From an optimization exercise on the open Yosys and OpenROAD flow, aimed at small area, a short achievable clock period and few clock cycles; shortcuts taken in it are not production practice. Power figures rest on the tool's default switching activity, not on a simulated workload.

job 1059:
==> flow/design.v <==
module crc_engine (
    input  wire        clk,
    input  wire        rst_n,
    input  wire        start,
    input  wire [6:0]  cfg_width,        
    input  wire [63:0] cfg_poly,         
    input  wire [63:0] cfg_init,
    input  wire [63:0] cfg_xorout,
    input  wire        cfg_refin,
    input  wire        cfg_refout,
    input  wire [3:0]  cfg_prefix_len,   
    input  wire [63:0] cfg_prefix,
    input  wire [3:0]  cfg_suffix_len,   
    input  wire [63:0] cfg_suffix,
    input  wire        in_valid,
    input  wire [7:0]  in_data,
    input  wire        in_last,
    output reg         in_ready,
    output reg         busy,
    output reg         done,
    output reg  [63:0] result
);
    localparam [2:0] S_IDLE = 3'd0,
                     S_AL1  = 3'd1,
                     S_AL2  = 3'd2,
                     S_RUN  = 3'd3,
                     S_OUT  = 3'd4;
    reg [2:0]  state;
    reg [3:0]  pre_left;     
    reg [3:0]  suf_left;     
    reg        got_last;     
    reg        data_done;    
    reg [7:0]  hb;           
    reg        hb_v;
    reg        hb_l;
    reg [7:0]  fr;           
    reg        use_hb;       
    reg [63:0] crc;          
    reg [63:0] poly;         
    reg [5:0]  rot;          
    reg        refin;
    reg        refout;
    reg [63:0] xorout;
    reg [63:0] prefix;
    reg [63:0] suffix;
    function [63:0] rev64(input [63:0] v);
        integer n;
        begin
            for (n = 0; n < 64; n = n + 1)
                rev64[n] = v[63 - n];
        end
    endfunction
    function [7:0] rev8(input [7:0] v);
        integer n;
        begin
            for (n = 0; n < 8; n = n + 1)
                rev8[n] = v[7 - n];
        end
    endfunction
    wire run     = (state == S_RUN);
    wire pre_ph  = (pre_left != 4'd0);
    wire dat_ph  = !pre_ph && !data_done;
    wire suf_ph  = !pre_ph && data_done;
    wire step    = run && (pre_ph || suf_ph || hb_v);
    wire is_last = dat_ph ? (hb_l && suf_left == 4'd0) : (suf_ph && suf_left == 4'd1);
    wire take    = in_valid && in_ready;
    reg  [63:0] rot_in;
    reg  [5:0]  rot_amt;
    always @* begin
        rot_amt = rot;
        if (state == S_AL1)
            rot_in = poly;
        else if (state == S_AL2)
            rot_in = crc;
        else if (refout) begin
            rot_in  = crc;
            rot_amt = 6'd0;
        end else
            rot_in = rev64(crc);
    end
    reg  [63:0] rot_out;
    integer r;
    always @* begin
        rot_out = rot_in;
        for (r = 0; r < 6; r = r + 1)
            if (rot_amt[r])
                rot_out = (rot_out >> (1 << r)) | (rot_out << (64 - (1 << r)));
    end
    wire [7:0] feed = use_hb ? hb : fr;
    reg [7:1]  mc;
    function [7:1] mcoef(input [63:57] ptop);
        integer d, e;
        reg [7:0] m;
        begin
            m[0] = 1'b1;
            for (d = 1; d < 8; d = d + 1) begin
                m[d] = 1'b0;
                for (e = 1; e <= d; e = e + 1)
                    m[d] = m[d] ^ (ptop[64 - e] & m[d - e]);
            end
            mcoef = m[7:1];
        end
    endfunction
    wire [7:0] t = crc[63:56] ^ feed;
    reg  [7:0] fbv;
    reg [63:0] crc_next;
    integer i, j;
    always @* begin
        for (i = 0; i < 8; i = i + 1) begin
            fbv[i] = t[i];
            for (j = i + 1; j < 8; j = j + 1)
                fbv[i] = fbv[i] ^ (mc[j - i] & t[j]);
        end
        crc_next = crc << 8;
        for (i = 0; i < 8; i = i + 1)
            crc_next = crc_next ^ ({64{fbv[i]}} & (poly << i));
    end
    reg [2:0] state_n;
    reg [3:0] pre_n, suf_n;
    reg       hb_v_n, got_last_n, data_done_n;
    always @* begin
        state_n     = state;
        pre_n       = pre_left;
        suf_n       = suf_left;
        hb_v_n      = hb_v;
        got_last_n  = got_last;
        data_done_n = data_done;
        if (!busy) begin
            state_n     = start ? S_AL1 : S_IDLE;
            pre_n       = cfg_prefix_len;
            suf_n       = cfg_suffix_len;
            hb_v_n      = 1'b0;
            got_last_n  = 1'b0;
            data_done_n = 1'b0;
        end else begin
            if (state == S_AL1)
                state_n = S_AL2;
            if (state == S_AL2)
                state_n = S_RUN;
            if (step) begin
                if (is_last)
                    state_n = S_OUT;
                if (pre_ph)
                    pre_n = pre_left - 4'd1;
                else if (dat_ph) begin
                    hb_v_n = 1'b0;
                    if (hb_l)
                        data_done_n = 1'b1;
                end else
                    suf_n = suf_left - 4'd1;
            end
            if (take) begin
                hb_v_n     = 1'b1;
                got_last_n = in_last;
            end
        end
        if (!rst_n)
            state_n = S_IDLE;
    end
    wire busy_n = (state_n == S_AL1) || (state_n == S_AL2) || (state_n == S_RUN);
    wire pre_ph_n = (pre_n != 4'd0);
    always @(posedge clk) begin
        result   <= rev64(rot_out) ^ xorout;
        done     <= rst_n && (state == S_OUT);
        state     <= state_n;
        busy      <= busy_n;
        in_ready  <= busy_n && !got_last_n && !(hb_v_n && (pre_ph_n || state_n != S_RUN));
        use_hb    <= !pre_ph_n && !data_done_n;
        pre_left  <= pre_n;
        suf_left  <= suf_n;
        hb_v      <= hb_v_n;
        got_last  <= got_last_n;
        data_done <= data_done_n;
        if (pre_n != 4'd0)
            fr <= refin ? rev8(prefix[(pre_n - 4'd1) * 8 +: 8]) : prefix[(pre_n - 4'd1) * 8 +: 8];
        else
            fr <= refin ? rev8(suffix[(suf_n - 4'd1) * 8 +: 8]) : suffix[(suf_n - 4'd1) * 8 +: 8];
        mc <= mcoef(poly[63:57]);
        if (!busy) begin
            rot    <= cfg_width[5:0];
            refin  <= cfg_refin;
            refout <= cfg_refout;
            poly   <= cfg_poly;
            crc    <= cfg_init;
            xorout <= cfg_xorout;
            prefix <= cfg_prefix;
            suffix <= cfg_suffix;
        end else begin
            if (state == S_AL1)
                poly <= rot_out;
            if (state == S_AL2)
                crc <= rot_out;
            if (step)
                crc <= crc_next;
            if (take) begin
                hb   <= refin ? rev8(in_data) : in_data;
                hb_l <= in_last;
            end
        end
    end
endmodule
clock: 25.0 ns
lec_check: 0
cap_margin: 20
core_margin: 2
core_utilization: 30
setup_slack_margin: 1.0
slew_margin: 20
run.sh (not shown) runs the stock make flow with config.mk's settings and CLKGATE_MAP_FILE= SYNTH_SCRIPT=/design/flow/synth_recipe.tcl, a recipe that flattens the netlist after the stock synthesis.
Changes in job 163 relative to job 1059:
--- a/flow/design.v
+++ b/flow/design.v
@@ -33,9 +33,8 @@
     reg [7:0]  hb;           
     reg        hb_v;
     reg        hb_l;
     reg [7:0]  fr;           
-    reg        use_hb;       
     reg [63:0] crc;          
     reg [63:0] poly;         
     reg [5:0]  rot;          
     reg        refin;
@@ -68,11 +67,11 @@
     reg  [5:0]  rot_amt;
     always @* begin
         rot_amt = rot;
         if (state == S_AL1)
+            rot_in = crc;
+        else if (state == S_AL2)
             rot_in = poly;
-        else if (state == S_AL2)
-            rot_in = crc;
         else if (refout) begin
             rot_in  = crc;
             rot_amt = 6'd0;
         end else
@@ -85,36 +84,20 @@
         for (r = 0; r < 6; r = r + 1)
             if (rot_amt[r])
                 rot_out = (rot_out >> (1 << r)) | (rot_out << (64 - (1 << r)));
     end
-    wire [7:0] feed = use_hb ? hb : fr;
-    reg [7:1]  mc;
-    function [7:1] mcoef(input [63:57] ptop);
-        integer d, e;
-        reg [7:0] m;
-        begin
-            m[0] = 1'b1;
-            for (d = 1; d < 8; d = d + 1) begin
-                m[d] = 1'b0;
-                for (e = 1; e <= d; e = e + 1)
-                    m[d] = m[d] ^ (ptop[64 - e] & m[d - e]);
-            end
-            mcoef = m[7:1];
+    wire [7:0] feed = dat_ph ? hb : fr;
+    reg [63:0] crc_next;
+    reg        fb;
+    integer i;
+    always @* begin
+        crc_next = crc;
+        for (i = 7; i >= 0; i = i - 1) begin
+            fb       = crc_next[63] ^ feed[i];
+            crc_next = crc_next << 1;
+            if (fb)
+                crc_next = crc_next ^ poly;
         end
-    endfunction
-    wire [7:0] t = crc[63:56] ^ feed;
-    reg  [7:0] fbv;
-    reg [63:0] crc_next;
-    integer i, j;
-    always @* begin
-        for (i = 0; i < 8; i = i + 1) begin
-            fbv[i] = t[i];
-            for (j = i + 1; j < 8; j = j + 1)
-                fbv[i] = fbv[i] ^ (mc[j - i] & t[j]);
-        end
-        crc_next = crc << 8;
-        for (i = 0; i < 8; i = i + 1)
-            crc_next = crc_next ^ ({64{fbv[i]}} & (poly << i));
     end
     reg [2:0] state_n;
     reg [3:0] pre_n, suf_n;
     reg       hb_v_n, got_last_n, data_done_n;
@@ -164,9 +147,8 @@
         done     <= rst_n && (state == S_OUT);
         state     <= state_n;
         busy      <= busy_n;
         in_ready  <= busy_n && !got_last_n && !(hb_v_n && (pre_ph_n || state_n != S_RUN));
-        use_hb    <= !pre_ph_n && !data_done_n;
         pre_left  <= pre_n;
         suf_left  <= suf_n;
         hb_v      <= hb_v_n;
         got_last  <= got_last_n;
@@ -174,9 +156,8 @@
         if (pre_n != 4'd0)
             fr <= refin ? rev8(prefix[(pre_n - 4'd1) * 8 +: 8]) : prefix[(pre_n - 4'd1) * 8 +: 8];
         else
             fr <= refin ? rev8(suffix[(suf_n - 4'd1) * 8 +: 8]) : suffix[(suf_n - 4'd1) * 8 +: 8];
-        mc <= mcoef(poly[63:57]);
         if (!busy) begin
             rot    <= cfg_width[5:0];
             refin  <= cfg_refin;
             refout <= cfg_refout;
@@ -186,11 +167,11 @@
             prefix <= cfg_prefix;
             suffix <= cfg_suffix;
         end else begin
             if (state == S_AL1)
+                crc <= rot_out;
+            if (state == S_AL2)
                 poly <= rot_out;
-            if (state == S_AL2)
-                crc <= rot_out;
             if (step)
                 crc <= crc_next;
             if (take) begin
                 hb   <= refin ? rev8(in_data) : in_data;
Findings:
Of the two values seen for library cell contributing the largest single delay on the critical path, ha_1 was produced by job 1059 and ha_2 by job 163. Area growth from synthesis to final layout for job 163 is higher than for job 1059. Relative to job 1059, part of the power in the clock network has gone down in job 163. Job 163 ends up with a relative max-transition margin that is 4.3 points lower than in job 1059. In job 163 the share of layout cells above drive strength 1 turned out 1.0 points lower than in job 1059. Job 163 vs job 1059 — total power climbed by a few percent. The final core utilization of job 163 exceeds that of job 1059 by 0.44 points.
Function was not checked in any run of this note: the RTL went through the layout flow alone.

-- what the ideal ports hide --
Ports are ideal in the flow. The routed layouts listed here were re-timed in OpenROAD.
Step 1, drivers: a clkbuf_16 drives clk and a buf_2 each remaining input, both assumed.
Step 2 moves the port delays by t, midway between the first and last clock arrival at a register: inputs arrive t later, outputs are due t later. That takes back most of the time a late clock gives input paths.
a / b / c = ideal / step 1 / step 2; a / b = the first two.
run | t, ns | slack for setup (ns) | worst hold slack (ns) | worst register clock-pin slew, ns
job 1059 | 0.726 | 17.237 / 17.267 / 16.542 | 0.437 / 0.437 / 0.437 | 0.07 / 0.07
job 163 | 0.686 | 17.414 / 17.414 / 16.727 | 0.402 / 0.402 / 0.402 | 0.07 / 0.07
After both steps setup and hold are still met in every run listed. For job 1059, which loses most, drivers alone change the setup slack by +0.030 ns; drivers and shift together by -0.695 ns.
